From an optimization exercise on the open Yosys and OpenROAD flow, aimed at small area, a short achievable clock period and few clock cycles per item; shortcuts taken in it are not production practice. The RTL was checked by simulation tests, not by an equivalence proof against the original design.

==> flow/design.v, too long to show whole: its modules and the start of the top module <==
// module ink_src_conv: 26 lines
// module ink_lzc: 36 lines
// module ink_mul: 853 lines
// module booth_row: 11 lines
// module ink_mul_round: 37 lines
// module ink_add_round: 90 lines
// module ink_out_round: 23 lines
// module ink_lane: 127 lines
module ink_lane (
    input  wire        clk,
    input  wire        rst,           
    input  wire        in_valid,
    output wire        in_ready,
    input  wire [31:0] in_src,
    input  wire        in_sfmt,       
    input  wire [31:0] in_gain,       
    input  wire        in_off,        
    input  wire        in_poison,
    input  wire        in_last,       
    output reg         out_valid,
    output reg  [31:0] out_data,
    output reg         out_poison,
    output reg         out_sat,
    output reg         out_nonfinite
);
  // ...
==> flow/flow/run.sh <==
#!/bin/bash
set -euo pipefail
bash standard.sh SETUP_SLACK_MARGIN=38.8 finish > standard_flow.log 2>&1
==> flow/standard.sh <==
#!/bin/bash
# synth_recipe.tcl (not shown) runs the flow's synth.tcl, then flattens the netlist and writes it again
# the make line also repeats each setting of config.mk as NAME=value (left out here)
make -C /OpenROAD-flow-scripts/flow DESIGN_CONFIG=/design/flow/config.mk WORK_HOME=/design/flow/orfs CLKGATE_MAP_FILE= SYNTH_SCRIPT=/design/flow/synth_recipe.tcl "${@:-finish}"
==> flow/config.mk <==
export PLATFORM = sky130hd
export DESIGN_NAME = ink_lane
export DESIGN_NICKNAME = ink_lane
export VERILOG_FILES = /design/flow/design.v
export SDC_FILE = /design/flow/constraint.sdc
export NUM_CORES = 4
export LEC_CHECK = 0
export ABC_AREA = 1
export CAP_MARGIN = 20
export CORE_MARGIN = 2
export CORE_UTILIZATION = 40
export SLEW_MARGIN = 20
==> flow/constraint.sdc <==
create_clock -name core_clock -period 50.0 [get_ports {clk}]
set_input_delay 10.0000 -clock core_clock [delete_from_list [all_inputs] [get_ports {clk}]]
set_output_delay 10.0000 -clock core_clock [all_outputs]
set_load 0.01 [all_outputs]
==> summary.txt, run 1 <==
Drt
  – DR WL/cell: 24.6 µm
  – Avg Vias per Cell: 5.88

Critical path
  – CP top delay family: flip-flops
  – CP cell instances: clkdlybuf4s15_2
  – Crit path from: out_data[13]$_SDFF_PP0_
  – Worst path slowest cell: dfxtp_2
  – Worst path required time: 40.00 ns

Finish
  – # clk buffers: 49
  – Largest register FFs: 43
  – Nets: 7,819
  – Fillers: 11,900

Run
  – # Max-Cap Violations: 0

Die
  – Die height: 347 µm

Synthesis
  – Largest family of logic cells by synthesized area: simple AND/OR/NAND/NOR gates
  – Top post-synthesis cells by area: fa_1, nand2_1, xor2_1
  – Synth Area in XOR/XNOR: 11.3%

Outcome
  – Status: timing/DRC/antenna clean

STA
  – Minimum clock period: 11.19 ns
  – Skew final: 0.0664 ns
  – Minimum hold slack: 0.324 ns

Placement
  – RD Place Congestion: 1.06
  – IO Port Bufs: 106

Clocking
  – CTS root buffer: clkbuf_16

Global routing
  – Largest net degree at the start of global routing: 73
Testbench counts, summed over its fixed seeds: cycles 64,048, items 64,000.
==> module ink_mul_round, before the edit <==
module ink_mul_round (
    input  wire [42:0]       p_hi,
    input  wire              st_lo,
    input  wire              zero,
    input  wire signed [9:0] base54,    
    output reg               p_zero,
    output reg  [7:0]        p_exp,     
    output reg  [39:0]       p_frac,
    output reg               p_sat
);
    reg  [40:0]       m;
    reg               rbit, sticky;
    reg  [41:0]       rnd;
    reg signed [9:0]  e;
    always @* begin
        if (p_hi[42]) begin
            m = p_hi[42:2]; rbit = p_hi[1]; sticky = p_hi[0] | st_lo;
        end else begin
            m = p_hi[41:1]; rbit = p_hi[0]; sticky = st_lo;
        end
        rnd    = {1'b0, m} + {41'd0, rbit & (sticky | m[0])};
        e      = base54 - {9'd0, ~p_hi[42]} + {9'd0, rnd[41]};
        p_zero = zero;
        p_sat  = 1'b0;
        p_exp  = e[7:0];
        p_frac = rnd[39:0];
        if (!zero) begin
            if (e < 10'sd1) begin
                p_zero = 1'b1;
            end else if (e > 10'sd254) begin
                p_sat  = 1'b1;
                p_exp  = 8'd254;
                p_frac = {40{1'b1}};
            end
        end
    end
endmodule
==> module ink_add_round, before the edit <==
module ink_add_round (
    input  wire        a_zero,
    input  wire        a_sign,
    input  wire [7:0]  a_exp,
    input  wire [39:0] a_frac,
    input  wire        b_zero,
    input  wire        b_sign,
    input  wire [7:0]  b_exp,
    input  wire [39:0] b_frac,
    output reg         r_zero,
    output reg         r_sign,
    output reg  [7:0]  r_exp,
    output reg  [39:0] r_frac,
    output reg         r_sat
);
    wire        a_gt = {a_exp, a_frac} >= {b_exp, b_frac};
    wire [7:0]  dab  = a_exp - b_exp;
    wire [7:0]  dba  = b_exp - a_exp;
    wire [7:0]  d    = a_gt ? dab : dba;
    wire        sub  = a_sign ^ b_sign;
    wire        g_sign = a_gt ? a_sign : b_sign;
    wire [7:0]  g_e    = a_gt ? a_exp  : b_exp;
    wire [40:0] g_m    = {1'b1, a_gt ? a_frac : b_frac};
    wire [40:0] l_m    = {1'b1, a_gt ? b_frac : a_frac};
    wire        d_far  = |d[7:6] | (d[5:0] > 6'd43);
    wire [43:0] ys     = d_far ? 44'd0 : ({l_m, 3'b000} >> d[5:0]);
    wire [43:0] mask   = d_far ? {44{1'b1}} : ~({44{1'b1}} << d[5:0]);
    wire        lost   = |({l_m, 3'b000} & mask);
    wire [43:0] y      = {ys[43:1], ys[0] | lost};
    wire [44:0] s      = {1'b0, g_m, 3'b000} + ({1'b0, y} ^ {45{sub}}) + {44'd0, sub};
    reg  [40:0] f_m;
    reg         f_g, f_st;
    reg  [41:0] f_r;
    reg  [9:0]  f_ef;
    always @* begin
        if (s[44]) begin
            f_m = s[44:4]; f_g = s[3]; f_st = |s[2:0];
        end else if (s[43]) begin
            f_m = s[43:3]; f_g = s[2]; f_st = |s[1:0];
        end else begin
            f_m = s[42:2]; f_g = s[1]; f_st = s[0];
        end
        f_r  = {1'b0, f_m} + {41'd0, f_g & (f_st | f_m[0])};
        f_ef = {2'b00, g_e} + {9'd0, s[44]} - {9'd0, ~s[44] & ~s[43]} + {9'd0, f_r[41]};
    end
    wire [39:0] t = s[41:2];
    wire [5:0]  n_lz;
    wire        n_all0;
    ink_lzc #(.W(40), .N(6)) u_lz (.x(t), .n(n_lz), .all0(n_all0));
    wire [39:0] n_norm = t << n_lz;
    wire [8:0]  n_ef   = {1'b0, g_e} - {3'd0, n_lz} - 9'd2;
    wire use_near = sub & (d[7:1] == 7'd0) & ~s[43] & ~s[42];
    always @* begin
        r_sat  = 1'b0;
        r_zero = 1'b0;
        r_sign = a_sign;
        r_exp  = a_exp;
        r_frac = a_frac;
        if (a_zero && b_zero) begin
            r_zero = 1'b1;
            r_sign = a_sign & b_sign;
        end else if (a_zero) begin
            r_sign = b_sign;
            r_exp  = b_exp;
            r_frac = b_frac;
        end else if (b_zero) begin
        end else if (use_near) begin
            r_sign = g_sign;
            r_exp  = n_ef[7:0];
            r_frac = {n_norm[38:0], 1'b0};
            if (n_all0) begin
                r_zero = 1'b1;
                r_sign = 1'b0;
            end else if (n_ef[8] || n_ef == 9'd0) begin
                r_zero = 1'b1;
            end
        end else begin
            r_sign = g_sign;
            r_exp  = f_ef[7:0];
            r_frac = f_r[39:0];
            if (f_ef == 10'd0) begin
                r_zero = 1'b1;
            end else if (f_ef > 10'd254) begin
                r_sat  = 1'b1;
                r_exp  = 8'd254;
                r_frac = {40{1'b1}};
            end
        end
    end
endmodule
==> module ink_out_round, before the edit <==
module ink_out_round (
    input  wire        a_zero,
    input  wire        a_sign,
    input  wire [7:0]  a_exp,
    input  wire [39:0] a_frac,
    output reg  [31:0] word,
    output reg         sat
);
    reg [23:0] rnd;
    always @* begin
        rnd  = {1'b0, a_frac[39:17]} +
               {23'd0, a_frac[16] & ((|a_frac[15:0]) | a_frac[17])};
        sat  = 1'b0;
        word = {a_sign, a_exp, rnd[22:0]};
        if (rnd[23]) word[30:0] = {a_exp + 8'd1, 23'd0};
        if (a_zero) begin
            word = {a_sign, 31'd0};
        end else if (rnd[23] && a_exp == 8'd254) begin
            word = {a_sign, 31'h7F7F_FFFF};
            sat  = 1'b1;
        end
    end
endmodule
==> run 2, diff against run 1 <==
--- a/flow/design.v
+++ b/flow/design.v
@@ -906,17 +906,17 @@
     wire t789 = t684 ^ t685 ^ t15;
     wire t790 = (t684 & t685) | (t684 & t15) | (t685 & t15);
     wire t791 = t686 ^ t687 ^ e15[22];
     wire t792 = (t686 & t687) | (t686 & e15[22]) | (t687 & e15[22]);
     wire t793 = t688 ^ t16;
     wire t794 = t688 & t16;
     wire [54:0] ra = {t792, t790, t788, t786, t784, t782, t780, t778, t776, t774, t772, t770, t768, t766, t764, t762, t760, t758, t756, t754, t752, t750, t748, t746, t744, t742, t740, t738, t736, t734, t732, t730, t728, t726, t724, t722, t720, t718, t716, t714, t712, t710, t708, t706, t704, t702, t700, t698, t696, t694, t692, t690, t689, e0[1], e0[0]};
     wire [54:0] rb = {t793, t791, t789, t787, t785, t783, t781, t779, t777, t775, t773, t771, t769, t767, t765, t763, t761, t759, t757, t755, t753, t751, t749, t747, t745, t743, t741, t739, t737, t735, t733, t731, t729, t727, t725, t723, t721, t719, t717, t715, t713, t711, t709, t707, t705, t703, t701, t699, t697, t695, t693, t691, sg[1], 1'b0, sg[0]};
-    assign p = ra + rb;
+    ink_add #(.W(55)) u_cpa (.a(ra), .b(rb), .ci(1'b0), .s(p), .co());
 endmodule
 module booth_row (
     input  wire        x2, x1, x0, neg,
     input  wire [23:0] g,
     output wire [24:0] e,
     output wire        s
 );
     wire one = x1 ^ x0;
@@ -931,25 +931,27 @@
     input  wire signed [9:0] base54,    
     output reg               p_zero,
     output reg  [7:0]        p_exp,     
     output reg  [39:0]       p_frac,
     output reg               p_sat
 );
     reg  [40:0]       m;
     reg               rbit, sticky;
-    reg  [41:0]       rnd;
+    wire [41:0]       rnd;
+    reg               inc;
+    ink_inc #(.W(41)) u_rnd (.a(m), .ci(inc), .s(rnd[40:0]), .co(rnd[41]));
     reg signed [9:0]  e;
     always @* begin
         if (p_hi[42]) begin
             m = p_hi[42:2]; rbit = p_hi[1]; sticky = p_hi[0] | st_lo;
         end else begin
             m = p_hi[41:1]; rbit = p_hi[0]; sticky = st_lo;
         end
-        rnd    = {1'b0, m} + {41'd0, rbit & (sticky | m[0])};
+        inc    = rbit & (sticky | m[0]);
         e      = base54 - {9'd0, ~p_hi[42]} + {9'd0, rnd[41]};
         p_zero = zero;
         p_sat  = 1'b0;
         p_exp  = e[7:0];
         p_frac = rnd[39:0];
         if (!zero) begin
             if (e < 10'sd1) begin
                 p_zero = 1'b1;
@@ -971,44 +973,47 @@
     input  wire [7:0]  b_exp,
     input  wire [39:0] b_frac,
     output reg         r_zero,
     output reg         r_sign,
     output reg  [7:0]  r_exp,
     output reg  [39:0] r_frac,
     output reg         r_sat
 );
-    wire        a_gt = {a_exp, a_frac} >= {b_exp, b_frac};
+    wire        a_gt;
+    ink_add #(.W(48)) u_cmp (.a({a_exp, a_frac}), .b(~{b_exp, b_frac}), .ci(1'b1), .s(), .co(a_gt));
     wire [7:0]  dab  = a_exp - b_exp;
     wire [7:0]  dba  = b_exp - a_exp;
     wire [7:0]  d    = a_gt ? dab : dba;
     wire        sub  = a_sign ^ b_sign;
     wire        g_sign = a_gt ? a_sign : b_sign;
     wire [7:0]  g_e    = a_gt ? a_exp  : b_exp;
     wire [40:0] g_m    = {1'b1, a_gt ? a_frac : b_frac};
     wire [40:0] l_m    = {1'b1, a_gt ? b_frac : a_frac};
     wire        d_far  = |d[7:6] | (d[5:0] > 6'd43);
     wire [43:0] ys     = d_far ? 44'd0 : ({l_m, 3'b000} >> d[5:0]);
     wire [43:0] mask   = d_far ? {44{1'b1}} : ~({44{1'b1}} << d[5:0]);
     wire        lost   = |({l_m, 3'b000} & mask);
     wire [43:0] y      = {ys[43:1], ys[0] | lost};
-    wire [44:0] s      = {1'b0, g_m, 3'b000} + ({1'b0, y} ^ {45{sub}}) + {44'd0, sub};
+    wire [44:0] s;
+    ink_add #(.W(45)) u_add (.a({1'b0, g_m, 3'b000}), .b({1'b0, y} ^ {45{sub}}), .ci(sub), .s(s), .co());
     reg  [40:0] f_m;
     reg         f_g, f_st;
-    reg  [41:0] f_r;
+    wire [41:0] f_r;
+    wire        f_inc = f_g & (f_st | f_m[0]);
+    ink_inc #(.W(41)) u_rnd (.a(f_m), .ci(f_inc), .s(f_r[40:0]), .co(f_r[41]));
     reg  [9:0]  f_ef;
     always @* begin
         if (s[44]) begin
             f_m = s[44:4]; f_g = s[3]; f_st = |s[2:0];
         end else if (s[43]) begin
             f_m = s[43:3]; f_g = s[2]; f_st = |s[1:0];
         end else begin
             f_m = s[42:2]; f_g = s[1]; f_st = s[0];
         end
-        f_r  = {1'b0, f_m} + {41'd0, f_g & (f_st | f_m[0])};
         f_ef = {2'b00, g_e} + {9'd0, s[44]} - {9'd0, ~s[44] & ~s[43]} + {9'd0, f_r[41]};
     end
     wire [39:0] t = s[41:2];
     wire [5:0]  n_lz;
     wire        n_all0;
     ink_lzc #(.W(40), .N(6)) u_lz (.x(t), .n(n_lz), .all0(n_all0));
     wire [39:0] n_norm = t << n_lz;
     wire [8:0]  n_ef   = {1'b0, g_e} - {3'd0, n_lz} - 9'd2;
@@ -1054,31 +1059,91 @@
 module ink_out_round (
     input  wire        a_zero,
     input  wire        a_sign,
     input  wire [7:0]  a_exp,
     input  wire [39:0] a_frac,
     output reg  [31:0] word,
     output reg         sat
 );
-    reg [23:0] rnd;
+    wire        inc = a_frac[16] & ((|a_frac[15:0]) | a_frac[17]);
+    wire [22:0] frac;
+    wire        ovf;
+    ink_inc #(.W(23), .RIPPLE(1)) u_inc (.a(a_frac[39:17]), .ci(inc), .s(frac), .co(ovf));
+    wire [7:0]  e1;
+    ink_inc #(.W(8), .RIPPLE(1)) u_e (.a(a_exp), .ci(1'b1), .s(e1), .co());
     always @* begin
-        rnd  = {1'b0, a_frac[39:17]} +
-               {23'd0, a_frac[16] & ((|a_frac[15:0]) | a_frac[17])};
         sat  = 1'b0;
-        word = {a_sign, a_exp, rnd[22:0]};
-        if (rnd[23]) word[30:0] = {a_exp + 8'd1, 23'd0};
+        word = {a_sign, ovf ? e1 : a_exp, frac};
         if (a_zero) begin
             word = {a_sign, 31'd0};
-        end else if (rnd[23] && a_exp == 8'd254) begin
+        end else if (ovf && a_exp == 8'd254) begin
             word = {a_sign, 31'h7F7F_FFFF};
             sat  = 1'b1;
         end
     end
 endmodule
+module ink_add #(parameter W = 8) (
+    input  wire [W-1:0] a,
+    input  wire [W-1:0] b,
+    input  wire         ci,
+    output wire [W-1:0] s,
+    output wire         co
+);
+    reg [W-1:0] g, p, G, P;
+    reg [W:0]   c;
+    integer     l, i, j;
+    always @* begin
+        g = a & b;
+        p = a ^ b;
+        G = g;
+        P = p;
+        for (l = 0; (1 << l) < W; l = l + 1)
+            for (i = 0; i < W; i = i + 1)
+                if ((i >> l) & 1) begin
+                    j = ((i >> l) << l) - 1;
+                    G[i] = G[i] | (P[i] & G[j]);
+                    P[i] = P[i] & P[j];
+                end
+        c[0] = ci;
+        for (i = 0; i < W; i = i + 1)
+            c[i+1] = G[i] | (P[i] & ci);
+    end
+    assign s  = p ^ c[W-1:0];
+    assign co = c[W];
+endmodule
+module ink_inc #(parameter W = 8, parameter RIPPLE = 0) (
+    input  wire [W-1:0] a,
+    input  wire         ci,
+    output wire [W-1:0] s,
+    output wire         co
+);
+    reg [W-1:0] P;
+    reg [W:0]   c;
+    integer     l, i, j;
+    always @* begin
+        P = a;
+        if (RIPPLE) begin
+            for (i = 1; i < W; i = i + 1)
+                P[i] = P[i] & P[i-1];
+        end else begin
+            for (l = 0; (1 << l) < W; l = l + 1)
+                for (i = 0; i < W; i = i + 1)
+                    if ((i >> l) & 1) begin
+                        j = ((i >> l) << l) - 1;
+                        P[i] = P[i] & P[j];
+                    end
+        end
+        c[0] = ci;
+        for (i = 0; i < W; i = i + 1)
+            c[i+1] = P[i] & ci;
+    end
+    assign s  = a ^ c[W-1:0];
+    assign co = c[W];
+endmodule
 module ink_lane (
     input  wire        clk,
     input  wire        rst,           
     input  wire        in_valid,
     output wire        in_ready,
     input  wire [31:0] in_src,
     input  wire        in_sfmt,       
     input  wire [31:0] in_gain,       
==> run 2 against run 1 <==
Sequential share of layout area grew 0.30 points. Hold slack gained 0.00052 ns. Non-clock buffer count up 24. Register-to-register slack got worse by 0.67 ns. Final cell count is 4.3% lower. Flip-flop and latch count is the same. Critical path type is now register to register. Highest routed layer is now met4.
==> summary.txt, run 2 <==
Outcome
  – Status: timing/DRC/antenna clean

Clocking
  – Clock transition at path regs: 0.07 ns
  – CTS H-Tree Depth: 2
  – CTS Buffer Depth: 3
  – Clk latency of the worst-skew pair: 0.61 ns
  – Clk sinks: 277
  – CTS tree: yes
  – CTS root buffer: clkbuf_16
  – Num CTS Buffers: 38

Drt
  – DR WL/cell: 23.1 µm (-5.9%)
  – Drt pass-1 iters: 12
  – Detailed Route Iter0 Violations: 4,935
  – DRC Markers: 0
  – Post-Route WL: 193,000 µm
  – Avg Vias per Cell: 5.72 (-2.7%)
  – Via count: 47,700
  – Routed Antenna Nets: 0

Placement
  – Placed cell count: 8,047
  – IO Port Bufs: 106 (unchanged)
  – Dpl hpwl: 142,000 µm
  – Dpl ws: 33.33 ns
  – RD Place Congestion: 1.01 (-4.5%)
  – Placed Instance Area: 0.0477 mm²

Synthesis
  – Top post-synthesis cells by area: fa_1, nand2_1, dfxtp_1
  – Top cells by count, synth: nand2_1, inv_1, nand3_1, xor2_1, nor2_1
  – Number of synthesis warnings: 12
  – FFs w/ async S/R, synth: 0%
  – Post-synthesis net count: 7,373
  – Main flop type after synthesis: dfxtp_1
  – Syn avg cell area: 6.78 µm²
  – Post-Synthesis Cells: 6,699
  – Yosys top cell by area: fa_1
  – Cell with the most instances after synthesis: nand2_1
  – Sequential element share of the synthesized area: 13.4%
  – Synth Cell Area: 0.0454 mm²
  – EDFF count, synth: 53
  – Share of the synthesized area in the top cell type: 15.0%
  – Count of state elements after synthesis: 277
  – Synth cell types: 78

STA
  – Skew final: 0.0392 ns (-0.0272 ns)
  – Slew at the pin closest to its max-slew limit: 1.16 ns
  – Slew margin rel.: 22.7%
  – Setup TNS: 0 ns
  – Fmax: 0.0852 GHz
  – Minimum clock period: 11.74 ns (+0.553 ns)
  – Max-slew violations: 0
  – Final period util: 23.5%
  – RSZ-0062 raised after global routing: yes
  – Worst Setup Slack, final: 38.26 ns
  – Final count of negative-setup-slack endpoints: 0
  – Fin. Hold Viols: 0

Die
  – Die area: 0.116 mm²
  – Initial Utilization: 40.3%
  – CORE AREA: 0.112 mm²
  – Row cnt: 123
  – DIE WIDTH: 341 µm
  – Die height: 341 µm (-1.8%)
  – IO Count: 108

Critical path
  – Worst path slowest cell: edfxtp_1
  – CP top delay family: simple AND/OR/NAND/NOR gates
  – Worst Setup Start Kind: register
  – CP bufs+invs: 20
  – Crit path kind: register to register
  – Worst path arrival time: 12.09 ns
  – Slowest Stage Delay on Critical Path: 0.46 ns
  – CP endpoint kind: register
  – CP most frequent cell: nand2_1
  – Worst path required time: 50.36 ns (+10.36 ns)
  – Worst-path fanout max: 21

Finish
  – Commonest non-fill, non-tap cell in the layout: nand2_1
  – Final core occ: 47.5%
  – Layout Cells excl Fill: 8,341
  – Final Instance Area: 0.0535 mm²
  – Layout cells sized above 1: 13.5%
  – FF/Latch Area: 0.00610 mm²
  – Fillers: 11,600 (-3.2%)
  – Largest Register: p1
  – Largest register FFs: 43 (unchanged)
  – Nets: 7,487 (-4.2%)
  – Top flop regs: p1 x43, af x40, pf2 x40
  – Most frequent cells in the layout: nand2_1, inv_1, xor2_1
  – Layout area overhead: 17.8%
  – Multi-input gate area: 0.0358 mm²

Min path
  – Min-delay worst type: register to register

Global routing
  – Initial antenna violation count: 6
  – GR Overflow Total: 0
  – First-pass GRT wire length: 284,000 µm
  – GRT Total Usage: 31.9%
  – Vias in the first global route: 45,300
  – Largest net degree at the start of global routing: 67 (-8.2%)

Run
  – # Max-Cap Violations: 0 (unchanged)
==> run 2: worst paths after layout <==
check / slack (ns) / cells after the start / endpoint / from
min reg2reg: 0.32 / 0 / last1$_DFF_P_ / last0$_DFF_P_
max: 38.26 / 78 / af[38]$_DFFE_PP_ / ae[2]$_DFFE_PP_
max reg2reg: 38.26 / 78 / af[38]$_DFFE_PP_ / ae[2]$_DFFE_PP_
min: 0.32 / 0 / last1$_DFF_P_ / last0$_DFF_P_
==> run 2: area by class of cell <==
cell class	instances	area share (%)
clock inverter	19	0.388
timing repair inverter	5	0.0608
antenna	1	0.00468
sequential	277	11.4
inverter	1031	7.43
tap	1500	3.51
clock buffer	48	1.94
multi-input combinational	5022	66.9
timing repair buffer	438	8.32
==> run 2: routing by layer <==
layer	share of wire [%]	vias to the layer above	track usage, %	wire, µm
met1	39	22600	39.7	75900
met2	46	2356	52.7	88100
met5	0	-	0	0
met4	6.6	0	17.9	12700
met3	8.4	540	4.96	16300
li1	-	22200	-	-
==> run 2: worst register-to-register path: cells and delay by family (launching register included) <==
family,cells,cell delay (ns)
and+or+nand+nor,35,3.86
xor gates and xnor gates,2,0.40
adders and majority gates,5,1.56
DFF,1,0.46
buffers and inverters,20,2.69
AOI/OAI and AO/OA,16,2.53
==> run 2: logic make-up after synthesis <==
family	count (synthesis)	synth area share [%]
compound gates	1267	16.5
xor+xnor	542	10.5
fa+ha+maj	603	22.2
buf+inv	1403	11.9
flops	277	13.4
mux	35	0.777
other cells	1	0.00826
simple gates	2571	24.6
==> run 2: what timing repair did <==
item / in CTS / in global routing
gates cloned: 25 / 11
pin swaps: 77 / 118
hold buffers: 0 / 0
setup endpoints to repair: 121 / 83
buffers inserted: 98 / 91
gates resized for setup: 369 / 297
==> run 2: per-stage QoR <==
step	hold slack, ns
floorplan	0.310
global placement	0.311
detailed placement	0.312
CTS	0.324
global route	0.329
finish	0.325
Testbench counts of run 2, summed over its fixed seeds: cycles 64,048, items 64,000.
==> run 3, diff against run 2 <==
==> flow/flow/run.sh (replaced) <==
#!/bin/bash
set -euo pipefail
W=$(pwd)
cat > "$W/synth_map.tcl" <<EOS
proc abc {args} {
  set i [lsearch \$args -script]
  if {\$i >= 0} { lset args [expr {\$i + 1}] $W/flow/abc_map.script }
  yosys abc {*}\$args
}
source $W/synth_recipe.tcl
EOS
bash standard.sh SYNTH_SCRIPT="$W/synth_map.tcl" synth > synth.log 2>&1
bash standard.sh SYNTH_SCRIPT="$W/synth_map.tcl" SETUP_SLACK_MARGIN=38.8 finish > layout.log 2>&1
==> flow/flow/abc_map.script (new file) <==
strash
dch
map -a
topo
stime -c
buffer -c
upsize -c
dnsize -c
==> run 3 against run 2 <==
Fmax down 11%. Final cell count down 5.5%. Wire length down 8.6%. Die area down 4.9%.
==> summary.txt, run 3 <==
Outcome
  – Status: timing/DRC/antenna clean

Critical path
  – Worst Setup Start Kind: register
  – Worst path required time: 50.30 ns (-0.06 ns)
  – Reg2reg end: ae[7]$_DFFE_PP_
  – Slowest Stage Delay on Critical Path: 0.42 ns (-0.04 ns)
  – CP top delay family: simple AND/OR/NAND/NOR gates
  – CP most frequent cell: nor2_4
  – FF-to-FF setup slack: 36.87 ns (-1.39 ns)
  – Worst r2r src: pf2[17]$_DFF_P_
  – Worst-path fanout max: 6 (-71%)
  – CP endpoint kind: register
  – Worst path slowest cell: a221o_1
  – Reg2Reg Depth: 89 (+14%)
  – CP bufs+invs: 22 (+10%)
  – Crit path kind: register to register
  – Worst path arrival time: 13.43 ns (+1.34 ns)

Drt
  – Post-Route WL: 176,000 µm (-8.6%)
  – Detailed Route Iter0 Violations: 4,665 (-5.5%)
  – Avg Vias per Cell: 5.72 (about the same)
  – Drt pass-1 iters: 9 (-3)
  – Via count: 45,000 (-5.6%)
  – DR WL/cell: 22.4 µm (-3.2%)
  – DRC Markers: 0 (unchanged)
  – Routed Antenna Nets: 0 (unchanged)

Synthesis
  – Cell with the most instances after synthesis: inv_1
  – Count of state elements after synthesis: 277 (unchanged)
  – Post-Synthesis Cells: 6,182 (-7.7%)
  – Top post-synthesis cells by area: fa_1, dfxtp_1, xor2_1
  – FFs w/ async S/R, synth: 0% (unchanged)
  – Main flop type after synthesis: dfxtp_1
  – Top cells by count, synth: inv_1, nand2_1, nor2_1, o21ai_0, xor2_1
  – Synth cell types: 79 (+1.3%)
  – Number of synthesis warnings: 12 (unchanged)
  – Syn avg cell area: 6.98 µm² (+3.0%)
  – Share of the synthesized area in the top cell type: 15.8% (+0.79 points)
  – EDFF count, synth: 53 (unchanged)
  – Yosys top cell by area: fa_1
  – Post-synthesis net count: 6,856 (-7.0%)
  – Sequential element share of the synthesized area: 14.1% (+0.70 points)
  – Synth Cell Area: 0.0431 mm² (-5.0%)

Clocking
  – Num CTS Buffers: 38 (unchanged)
  – CTS root buffer: clkbuf_16
  – CTS H-Tree Depth: 2 (unchanged)
  – CTS Buffer Depth: 3 (unchanged)
  – Clock transition at path regs: 0.06 ns (about the same)
  – Clk latency of the worst-skew pair: 0.62 ns (about the same)
  – Clk sinks: 277 (unchanged)
  – CTS tree: yes

Placement
  – Placed cell count: 7,443 (-7.5%)
  – Dpl hpwl: 124,000 µm (-13%)
  – IO Port Bufs: 106 (unchanged)
  – RD Place Congestion: 1.03 (+1.9%)

Finish
  – Top flop regs: p1 x43, af x40, pf2 x40
  – Largest register FFs: 43 (unchanged)
  – Commonest non-fill, non-tap cell in the layout: inv_1
  – Final core occ: 49.1% (+1.5 points)
  – Nets: 7,121 (-4.9%)
  – Layout area overhead: 21.8%
  – Layout Cells excl Fill: 7,880 (-5.5%)
  – Layout cells sized above 1: 16.9% (+3.4 points)
  – Most frequent cells in the layout: inv_1, nand2_1, nor2_1
  – Largest Register: p1

STA
  – Skew final: 0.0557 ns (+0.0166 ns)
  – Slew at the pin closest to its max-slew limit: 1.23 ns (+0.0693 ns)
  – Setup TNS: 0 ns (unchanged)
  – Final period util: 26.3% (+2.8 points)
  – Final count of negative-setup-slack endpoints: 0 (unchanged)
  – Minimum clock period: 13.13 ns (+1.39 ns)
  – RSZ-0062 raised after global routing: yes
  – Slew margin rel.: 18.0% (-4.6 points)
  – Minimum hold slack: 0.327 ns (+0.00200 ns)
  – Max-slew violations: 0 (unchanged)
  – Fin. Hold Viols: 0 (unchanged)
  – Fmax: 0.0761 GHz (-11%)

Global routing
  – Largest net degree at the start of global routing: 73 (+9.0%)
  – Initial antenna violation count: 2 (-4)
  – First-pass GRT wire length: 262,000 µm (-7.7%)
  – GR Overflow Total: 0 (unchanged)
  – GRT Total Usage: 30.7% (-1.2 points)
  – Vias in the first global route: 43,400 (-4.2%)

Die
  – CORE AREA: 0.107 mm² (-4.8%)
  – Initial Utilization: 40.3% (-0.061 points)
  – IO Count: 108 (unchanged)
  – DIE WIDTH: 332 µm (-2.5%)
  – Die area: 0.110 mm² (-4.9%)
  – Die height: 332 µm (-2.5%)
  – Row cnt: 120 (-2.4%)

Min path
  – Hold endpoint: last2$_DFF_P_
  – Hold wc startpoint: last1$_DFF_P_
  – WHS Path Cells: 0 (unchanged)
  – Min-delay worst type: register to register

Run
  – # Max-Cap Violations: 0 (unchanged)
==> run 3: timing repair <==
item | 4_1_cts | 5_1_grt
cloned | 32 | 9
buffers inserted | 264 | 62
setup endpoints to repair | 125 | 127
pin swaps | 114 | 137
gates resized for setup | 536 | 243
hold buffers | 0 | 0
==> run 3: final cells by class <==
type | count | area, µm²
inverter | 1057 | 4110
clock buffer | 51 | 1140
sequential | 277 | 6110
multi-input combinational | 4509 | 33800
antenna | 1 | 2.50
timing repair buffer | 554 | 5330
clock inverter | 18 | 234
timing repair inverter | 10 | 88.8
tap | 1403 | 1760
fill | 10700 | 54500
==> run 3: cells by family (layout without fill, tap and decap cells) <==
kind of cell	count (synthesis)	count (layout)	synth area share, %
mux	32	33	0.751
fa+ha+maj	603	603	23.4
simple gates	1765	1770	16.8
xor+xnor	559	559	11.4
other cells	1	2	0.00870
compound gates	1543	1543	21.0
buf+inv	1402	1690	12.5
flops	277	277	14.1
==> run 3: routing by layer <==
metal / global-route usage [%] / wire, µm
met4: 18.1 / 12500
met3: 4.58 / 14100
met1: 38.0 / 68900
met2: 50.5 / 80900
met5: 0 / 0
==> run 3: how the worst max path moves through the flow <==
stage	startpoint	to	slack (ns)	cells after the start
global placement	ae[0]$_DFFE_PP_	af[35]$_DFFE_PP_	33.90	89
finish	pf2[17]$_DFF_P_	ae[7]$_DFFE_PP_	36.87	89
CTS	af[19]$_DFFE_PP_	af[35]$_DFFE_PP_	37.53	91
floorplan	af[19]$_DFFE_PP_	af[39]$_DFFE_PP_	38.80	86
global route	ae[4]$_DFFE_PP_	ae[6]$_DFFE_PP_	36.36	90
detailed placement	ae[0]$_DFFE_PP_	af[35]$_DFFE_PP_	33.79	89
==> run 3: through the flow <==
stage               instance area, µm²  setup WS (ns)
finish                           52500          36.87
floorplan                        43300          38.80
CTS                              51000          37.53
detailed placement               45600          33.79
global placement                 45500          33.90
global route                     52500          36.36
==> run 4, diff against run 3 <==
--- a/flow/design.v
+++ b/flow/design.v
@@ -995,28 +995,50 @@
     wire [43:0] y      = {ys[43:1], ys[0] | lost};
     wire [44:0] s;
     ink_add #(.W(45)) u_add (.a({1'b0, g_m, 3'b000}), .b({1'b0, y} ^ {45{sub}}), .ci(sub), .s(s), .co());
+    wire [7:0]  g_p1 = g_e + 8'd1;
+    wire [7:0]  g_p2 = g_e + 8'd2;
+    wire [7:0]  g_m1 = g_e - 8'd1;
+    wire        g_254 = (g_e == 8'd254);
+    wire        g_253 = (g_e == 8'd253);
+    wire        g_1   = (g_e == 8'd1);
     reg  [40:0] f_m;
-    reg         f_g, f_st;
-    wire [41:0] f_r;
-    wire        f_inc = f_g & (f_st | f_m[0]);
-    ink_inc #(.W(41)) u_rnd (.a(f_m), .ci(f_inc), .s(f_r[40:0]), .co(f_r[41]));
-    reg  [9:0]  f_ef;
+    reg         f_g, f_st, f_all1;
+    reg  [39:0] f_frac;
+    reg  [7:0]  f_exp;
+    reg         f_sat, f_zero, f_inc, f_ovf;
     always @* begin
         if (s[44]) begin
-            f_m = s[44:4]; f_g = s[3]; f_st = |s[2:0];
+            f_m = s[44:4]; f_g = s[3]; f_st = |s[2:0]; f_all1 = &s[44:4];
         end else if (s[43]) begin
-            f_m = s[43:3]; f_g = s[2]; f_st = |s[1:0];
+            f_m = s[43:3]; f_g = s[2]; f_st = |s[1:0]; f_all1 = &s[43:3];
         end else begin
-            f_m = s[42:2]; f_g = s[1]; f_st = s[0];
+            f_m = s[42:2]; f_g = s[1]; f_st = s[0];    f_all1 = &s[42:2];
+        end
+        f_inc  = f_g & (f_st | f_m[0]);
+        f_ovf  = f_inc & f_all1;
+        f_frac = f_m[39:0] + {39'd0, f_inc};
+        if (s[44]) begin
+            f_exp  = f_ovf ? g_p2 : g_p1;
+            f_sat  = g_254 | (f_ovf & g_253);
+            f_zero = 1'b0;
+        end else if (s[43]) begin
+            f_exp  = f_ovf ? g_p1 : g_e;
+            f_sat  = f_ovf & g_254;
+            f_zero = 1'b0;
+        end else begin
+            f_exp  = f_ovf ? g_e : g_m1;
+            f_sat  = 1'b0;
+            f_zero = ~f_ovf & g_1;
         end
-        f_ef = {2'b00, g_e} + {9'd0, s[44]} - {9'd0, ~s[44] & ~s[43]} + {9'd0, f_r[41]};
     end
     wire [39:0] t = s[41:2];
     wire [5:0]  n_lz;
     wire        n_all0;
     ink_lzc #(.W(40), .N(6)) u_lz (.x(t), .n(n_lz), .all0(n_all0));
     wire [39:0] n_norm = t << n_lz;
-    wire [8:0]  n_ef   = {1'b0, g_e} - {3'd0, n_lz} - 9'd2;
+    wire [7:0]  g_m2   = g_e - 8'd2;
+    wire [7:0]  n_exp  = g_m2 - {2'd0, n_lz};
+    wire        n_flush = (g_e < 8'd3) || ({2'd0, n_lz} >= g_m2);
     wire use_near = sub & (d[7:1] == 7'd0) & ~s[43] & ~s[42];
     always @* begin
         r_sat  = 1'b0;
@@ -1034,21 +1056,21 @@
         end else if (b_zero) begin
         end else if (use_near) begin
             r_sign = g_sign;
-            r_exp  = n_ef[7:0];
+            r_exp  = n_exp;
             r_frac = {n_norm[38:0], 1'b0};
             if (n_all0) begin
                 r_zero = 1'b1;
                 r_sign = 1'b0;
-            end else if (n_ef[8] || n_ef == 9'd0) begin
+            end else if (n_flush) begin
                 r_zero = 1'b1;
             end
         end else begin
             r_sign = g_sign;
-            r_exp  = f_ef[7:0];
-            r_frac = f_r[39:0];
-            if (f_ef == 10'd0) begin
+            r_exp  = f_exp;
+            r_frac = f_frac;
+            if (f_zero) begin
                 r_zero = 1'b1;
-            end else if (f_ef > 10'd254) begin
+            end else if (f_sat) begin
                 r_sat  = 1'b1;
                 r_exp  = 8'd254;
                 r_frac = {40{1'b1}};
==> flow/flow/run.sh (replaced) <==
#!/bin/bash
set -euo pipefail
bash standard.sh SETUP_SLACK_MARGIN=38.8 finish > standard_flow.log 2>&1
removed: flow/flow/abc_map.script
==> run 4 against run 3 <==
Still clean. First-iteration DRC count rose by 21%. Sequential share of layout area rose by 0.64 points. Setup slack better by 2.0 ns. Register-to-register slack gained 2.3 ns. Utilization down 4.9 points. Via count increased by 5.6%. Cell area decreased by 5.3%. Die area rose by 5.2%. Critical endpoint is now out_data[30]. Largest cell class unchanged. Highest routed layer is now met5.
==> summary.txt, run 4 <==
Outcome
  – Status: timing/DRC/antenna clean

Global routing
  – First-pass GRT wire length: 296,000 µm (+13%)
  – GRT Total Usage: 33.7% (+3.1 points)
  – Largest net degree at the start of global routing: 65 (-11%)
  – Vias in the first global route: 45,400 (+4.5%)
  – Initial antenna violation count: 11 (+9)
  – GR Overflow Total: 0 (unchanged)

Clocking
  – Hold_buf cts: 0 (unchanged)
  – Clk sinks: 277 (unchanged)
  – CTS tree: yes
  – CTS H-Tree Depth: 2 (unchanged)
  – Clk latency of the worst-skew pair: 0.63 ns (about the same)
  – Clock transition at path regs: 0.06 ns (about the same)
  – CTS root buffer: clkbuf_16
  – Num CTS Buffers: 39 (+2.6%)
  – CTS Buffer Depth: 3 (unchanged)

STA
  – Slew margin rel.: 22.8% (+4.8 points)
  – Max-slew violations: 0 (unchanged)
  – RSZ-0062 raised after global routing: yes
  – Setup TNS: 0 ns (unchanged)
  – Worst Setup Slack, final: 38.83 ns (+1.96 ns)
  – Fin. Hold Viols: 0 (unchanged)
  – Minimum hold slack: 0.322 ns (-0.00475 ns)
  – Skew final: 0.0552 ns (-0.000531 ns)
  – Final count of negative-setup-slack endpoints: 0 (unchanged)
  – Fmax: 0.0895 GHz (+18%)
  – Final period util: 22.3% (-3.9 points)
  – Slew at the pin closest to its max-slew limit: 1.15 ns (-0.0810 ns)
  – Minimum clock period: 11.17 ns (-1.96 ns)

Critical path
  – Reg2Reg Depth: 52 (-42%)
  – Worst Setup Start Kind: register
  – CP cell instances: buf_4
  – CP bufs+invs: 1 (-95%)
  – Worst path required time: 40.00 ns (-10.30 ns)
  – Crit path kind: register to output pin
  – CP top delay family: flip-flops
  – Worst r2r src: af[39]$_DFFE_PP_
  – Worst path slowest cell: dfxtp_2
  – FF-to-FF setup slack: 39.19 ns (+2.32 ns)
  – Slowest Stage Delay on Critical Path: 0.38 ns (-0.04 ns)
  – CP endpoint kind: output pin
  – Worst-path fanout max: 1 (-5)
  – Worst path arrival time: 1.17 ns (-12.26 ns)
  – Reg2reg end: az$_DFFE_PP_

Finish
  – Layout area overhead: 9.53%
  – Largest register FFs: 43 (unchanged)
  – Fillers: 11,800 (+11%)
  – Final Instance Area: 0.0497 mm² (-5.3%)
  – Most frequent cells in the layout: nand2_1, inv_1, xor2_1
  – Largest Register: p1
  – Final core occ: 44.2% (-4.9 points)
  – Top flop regs: p1 x43, af x40, pf2 x40
  – FF/Latch Area: 0.00610 mm² (about the same)
  – Commonest non-fill, non-tap cell in the layout: nand2_1
  – Nets: 7,260 (+2.0%)
  – Layout cells sized above 1: 7.52% (-9.3 points)
  – Multi-input gate area: 0.0344 mm² (+1.8%)

Placement
  – IO Port Bufs: 106 (unchanged)
  – RD Place Congestion: 1.07 (+4.2%)
  – Dpl hpwl: 153,000 µm (+24%)
  – Dpl ws: 36.03 ns (+2.25 ns)
  – Placed Instance Area: 0.0477 mm² (+4.7%)

Drt
  – Via count: 47,600 (+5.6%)
  – Detailed Route Iter0 Violations: 5,654 (+21%)
  – DR WL/cell: 24.9 µm (+11%)
  – Post-Route WL: 203,000 µm (+15%)
  – DRC Markers: 0 (unchanged)
  – Routed Antenna Nets: 0 (unchanged)
  – Avg Vias per Cell: 5.85 (+2.4%)
  – Drt pass-1 iters: 8 (-1)

Min path
  – Hold wc startpoint: poison0$_DFF_P_
  – Hold endpoint: poison1$_DFF_P_
  – WHS Path Cells: 0 (unchanged)
  – Min-delay worst type: register to register

Run
  – # Max-Cap Violations: 0 (unchanged)

Synthesis
  – EDFF count, synth: 53 (unchanged)
  – FFs w/ async S/R, synth: 0% (unchanged)
  – Count of state elements after synthesis: 277 (unchanged)
  – Top cells by count, synth: nand2_1, inv_1, xor2_1, nand3_1, nor2_1
  – Syn avg cell area: 6.82 µm² (-2.3%)
  – Top post-synthesis cells by area: fa_1, nand2_1, dfxtp_1
  – Post-synthesis net count: 7,324 (+6.8%)
  – Sequential element share of the synthesized area: 13.4% (-0.71 points)
  – Yosys top cell by area: fa_1
  – Main flop type after synthesis: dfxtp_1
  – Synth Cell Area: 0.0454 mm² (+5.3%)
  – Cell with the most instances after synthesis: nand2_1
  – Number of synthesis warnings: 12 (unchanged)
  – Synth cell types: 80 (+1.3%)
  – Share of the synthesized area in the top cell type: 14.9% (-0.84 points)
  – Post-Synthesis Cells: 6,661 (+7.7%)

Die
  – Initial Utilization: 40.4% (+0.079 points)
  – Die area: 0.116 mm² (+5.2%)
  – DIE WIDTH: 341 µm (+2.6%)
  – CORE AREA: 0.112 mm² (+5.1%)
  – IO Count: 108 (unchanged)
  – Die height: 341 µm (+2.6%)
  – Row cnt: 123 (+2.5%)
==> run 4: how the worst max path moves through the flow <==
stage	startpoint	to	slack, ns	depth (start not counted)
floorplan	out_data[0]$_SDFF_PP0_	out_data[0]	39.67	0
global placement	ae[0]$_DFFE_PP_	az$_DFFE_PP_	36.12	46
detailed placement	ae[0]$_DFFE_PP_	az$_DFFE_PP_	36.03	46
CTS	af[39]$_DFFE_PP_	az$_DFFE_PP_	38.66	51
global route	af[33]$_DFFE_PP_	af[32]$_DFFE_PP_	38.65	64
finish	out_data[30]$_SDFF_PP0_	out_data[30]	38.83	1
==> run 4: metrics by stage <==
| stage | std cells |
|---|---|
| detailed placement | 8016 |
| finish | 8129 |
| CTS | 8098 |
| global route | 8124 |
| floorplan | 6661 |
| global placement | 8016 |
==> run 4: kinds of logic after synthesis <==
family,Yosys count,share of synthesized area (%)
AOI/OAI and AO/OA,1296,16.9
xor gates and xnor gates,570,11.0
adders and majority gates,592,21.9
buffers and inverters,1363,11.8
DFF,277,13.4
muxes,38,0.846
other,1,0.00826
and+or+nand+nor,2524,24.2
==> run 4: area by class of cell <==
| type | instances | area share (%) |
|---|---|---|
| clock inverters | 20 | 0.350 |
| inverters | 995 | 7.59 |
| flip-flops and latches | 277 | 12.3 |
| diodes | 5 | 0.0252 |
| multi-input cells | 5024 | 69.2 |
| repair buffers | 258 | 4.63 |
| clock buffers | 48 | 2.18 |
| repair inverters | 2 | 0.0252 |
| well taps | 1500 | 3.77 |
==> run 4: repair_timing <==
action | in CTS | in global routing
pin swaps | 4 | 7
cloned | 4 | 4
gates resized for setup | 170 | 82
setup buffers | 10 | 21
hold endpoints to repair | 0 | 0
setup endpoints to repair | 121 | 83
==> run 4: per-layer routing <==
layer	vias to the layer above	routed length (µm)	track usage (%)
met5	-	113	0
met4	14	14500	19.6
met3	659	18900	6.48
met2	2652	90500	54.3
met1	22500	78800	42.0
li1	21700	-	-
Testbench counts of run 4, summed over its fixed seeds: cycles 64,048, items 64,000.
==> run 5, diff against run 4 <==
--- a/flow/config.mk
+++ b/flow/config.mk
@@ -8,5 +8,5 @@
 export ABC_AREA = 1
 export CAP_MARGIN = 20
 export CORE_MARGIN = 2
-export CORE_UTILIZATION = 40
+export CORE_UTILIZATION = 55
 export SLEW_MARGIN = 20
==> run 5 against run 4 <==
Sequential share of layout area rose by 0.14 points. Non-clock buffer count fell by 19. Still clean on timing, DRC and antenna. Critical endpoint is now out_data[19]. Wire length fell by 8.4%. Global-route usage rose by 8.9 points. Utilization rose by 16 points. Flip-flop and latch count did not move. Count of clock-buffer cells in the layout fell by 2. Register-to-register slack improved by 0.08 ns. First-iteration DRC count rose by 9.2%. Critical path depth did not move. Final cell count fell by 5.6%.
==> summary.txt, run 5 <==
Outcome
  – Status: timing/DRC/antenna clean

Clocking
  – Num CTS Buffers: 35 (-10%)
  – CTS root buffer: clkbuf_16
  – Clk latency of the worst-skew pair: 0.58 ns (-0.05 ns)
  – Clk sinks: 277 (unchanged)
  – CTS tree: yes
  – CTS H-Tree Depth: 2 (unchanged)
  – CTS Buffer Depth: 3 (unchanged)
  – Clock transition at path regs: 0.06 ns (about the same)

Global routing
  – First-pass GRT wire length: 277,000 µm (-6.2%)
  – Initial antenna violation count: 3 (-8)
  – Vias in the first global route: 46,000 (+1.3%)
  – GRT Total Usage: 42.6% (+8.9 points)
  – GR Overflow Total: 0 (unchanged)
  – Largest net degree at the start of global routing: 56 (-14%)

Critical path
  – Worst path slowest cell: dfxtp_1
  – Path length in cells of the critical path: 1 (unchanged)
  – CP endpoint kind: output pin
  – Worst r2r src: pf2[32]$_DFF_P_
  – Crit path kind: register to output pin
  – Worst path required time: 40.00 ns (about the same)
  – CP endpoint: out_data[19]
  – Worst path arrival time: 1.16 ns (about the same)
  – Worst Setup Start Kind: register
  – Slowest Stage Delay on Critical Path: 0.32 ns (-0.06 ns)
  – CP cell instances: dlygate4sd2_1
  – CP top delay family: flip-flops
  – Crit path from: out_data[19]$_SDFF_PP0_
  – Worst-path fanout max: 1 (unchanged)
  – CP bufs+invs: 1 (unchanged)
  – Reg2reg end: af[32]$_DFFE_PP_
  – FF-to-FF setup slack: 39.27 ns (+0.08 ns)
  – Reg2Reg Depth: 61 (+17%)

Synthesis
  – Synth cell types: 80 (unchanged)
  – Count of state elements after synthesis: 277 (unchanged)
  – Sequential element share of the synthesized area: 13.4% (unchanged)
  – Share of the synthesized area in the top cell type: 14.9% (unchanged)
  – Main flop type after synthesis: dfxtp_1
  – Post-Synthesis Cells: 6,661 (unchanged)
  – Number of synthesis warnings: 12 (unchanged)
  – Top post-synthesis cells by area: fa_1, nand2_1, dfxtp_1
  – FFs w/ async S/R, synth: 0% (unchanged)
  – Post-synthesis net count: 7,324 (unchanged)
  – Cell with the most instances after synthesis: nand2_1
  – Top cells by count, synth: nand2_1, inv_1, xor2_1, nand3_1, nor2_1
  – Yosys top cell by area: fa_1
  – Syn avg cell area: 6.82 µm² (unchanged)
  – EDFF count, synth: 53 (unchanged)
  – Synth Cell Area: 0.0454 mm² (unchanged)

Die
  – CORE AREA: 0.0818 mm² (-27%)
  – Initial Utilization: 55.5% (+15 points)
  – Row cnt: 105 (-15%)
  – Die height: 291 µm (-15%)
  – Die area: 0.0849 mm² (-27%)
  – DIE WIDTH: 291 µm (-15%)
  – IO Count: 108 (unchanged)

STA
  – Setup TNS: 0 ns (unchanged)
  – Final period util: 22.3% (-0.030 points)
  – Max-slew violations: 0 (unchanged)
  – Slew margin rel.: 25.8% (+2.9 points)
  – RSZ-0062 raised after global routing: yes
  – Minimum hold slack: 0.327 ns (+0.00445 ns)
  – Skew final: 0.0273 ns (-0.0278 ns)
  – Slew at the pin closest to its max-slew limit: 1.10 ns (-0.0438 ns)
  – Fin. Hold Viols: 0 (unchanged)
  – Minimum clock period: 11.16 ns (-0.0152 ns)
  – Final count of negative-setup-slack endpoints: 0 (unchanged)
  – Fmax: 0.0896 GHz (+0.14%)

Drt
  – Via count: 48,300 (+1.4%)
  – DR WL/cell: 24.2 µm (-2.9%)
  – Post-Route WL: 186,000 µm (-8.4%)
  – Drt pass-1 iters: 8 (unchanged)
  – Detailed Route Iter0 Violations: 6,173 (+9.2%)
  – Routed Antenna Nets: 0 (unchanged)
  – DRC Markers: 0 (unchanged)
  – Avg Vias per Cell: 6.29 (+7.5%)

Min path
  – Min-delay worst type: register to register

Finish
  – FF/Latch Area: 0.00608 mm² (-0.39%)
  – Final core occ: 59.9% (+16 points)
  – Layout area overhead: 7.88%
  – Multi-input gate area: 0.0344 mm² (about the same)
  – Layout cells sized above 1: 6.70% (-0.82 points)
  – Commonest non-fill, non-tap cell in the layout: nand2_1
  – Most frequent cells in the layout: nand2_1, inv_1, xor2_1
  – N_diodes: 0 (-5)
  – Top flop regs: p1 x43, af x40, pf2 x40
  – Largest register FFs: 43 (unchanged)
  – Largest Register: p1
  – Nets: 7,238 (-0.30%)
  – Fillers: 7,890 (-33%)

Placement
  – IO Port Bufs: 106 (unchanged)
  – Dpl hpwl: 139,000 µm (-9.1%)
  – RD Place Congestion: 1.09 (+1.7%)

Run
  – # Max-Cap Violations: 0 (unchanged)
## run 5: cell count changes in the layout (fill, tap and decap cells not counted), moves of 6 or more
cell	before	now
buf_6	10	2
buf_2	15	0
clkdlybuf4s15_1	10	0
clkinv_1	11	5
dfxtp_1	214	223
inv_1	935	941
clkinv_2	10	4
dlygate4sd2_1	4	36
buf_4	130	119
## run 5: cell type report
cell class,instances,area share [%]
inverters,995,7.76
flip-flops and latches,277,12.4
multi-input cells,5025,70.2
repair inverters,2,0.0255
clock inverters,16,0.335
well taps,1070,2.73
clock buffers,46,2.06
repair buffers,239,4.44
## run 5: repair_timing
action	in CTS	in global routing
hold buffers	0	0
gates resized for setup	75	93
pin swaps	2	5
endpoints found under the setup margin	115	78
buffers inserted	4	18
gates cloned	4	5
## run 5: worst min-delay path by stage
stage / startpoint / cells after the start / to / slack [ns]
2_1_floorplan: last0$_DFF_P_ / 0 / last1$_DFF_P_ / 0.31
3_3_place_gp: last1$_DFF_P_ / 0 / last2$_DFF_P_ / 0.31
3_5_place_dp: sign1$_DFF_P_ / 0 / ps2$_DFF_P_ / 0.31
4_1_cts: off0$_DFF_P_ / 0 / off1$_DFF_P_ / 0.33
5_1_grt: off0$_DFF_P_ / 0 / off1$_DFF_P_ / 0.33
6_report: poison1$_DFF_P_ / 0 / poison2$_DFF_P_ / 0.33
## run 5: metal layers
layer	wire, µm	up-vias	global-route usage [%]	part of all wire, %
met4	18000	6	32.5	9.7
li1	-	21700	-	-
met3	21400	902	10.4	12
met2	80900	3347	67.2	44
met5	33	-	0	0.018
met1	65400	22300	50.0	35
## run 5: cells by family (layout without fill, tap and decap cells)
| group | after synthesis | after routing | synth area share, % |
|---|---|---|---|
| flip-flops | 277 | 277 | 13.4 |
| AO/OA/AOI/OAI | 1296 | 1297 | 16.9 |
| buffers and inverters | 1363 | 1298 | 11.8 |
| multiplexers | 38 | 38 | 0.846 |
| AND/OR/NAND/NOR | 2524 | 2527 | 24.2 |
| XOR/XNOR | 570 | 570 | 11.0 |
| adder cells (fa/ha/maj) | 592 | 592 | 21.9 |
| other | 1 | 1 | 0.00826 |
## run 5: through the flow
step           area, µm²  std cells  worst slack, ns
3_5_place_dp       47100       7577            37.09
3_3_place_gp       47100       7577            37.21
4_1_cts            48500       7647            38.81
5_1_grt            49000       7670            38.70
2_1_floorplan      45400       6661            39.67
6_report           49000       7670            38.84

==> separate check: timing with driven ports <==
Ports are ideal in the flow. The routed layouts listed here were re-timed in OpenROAD. Step 1 assumes that a clkbuf_16 drives the clock port and a buf_2 every other input. Step 2 moves the port delays by t, midway between the first and last clock arrival at a register: inputs arrive t later, outputs are due t later. That takes back most of the time a late clock gives input paths. a / b / c = ideal / step 1 / step 2; a / b = the first two.
| run | t (ns) | slack for setup (ns) | worst setup path at the end |
|---|---|---|---|
| run 1 | 0.659 | 38.814 / 38.740 / 38.930 | register to register |
| run 2 | 0.667 | 38.261 / 38.261 / 38.261 | register to register |
| run 3 | 0.661 | 36.866 / 36.866 / 36.866 | register to register |
| run 4 | 0.669 | 38.828 / 38.757 / 39.147 | input to register |
| run 5 | 0.635 | 38.843 / 38.776 / 39.103 | input to register |
After both steps setup and hold are still met in every run listed.
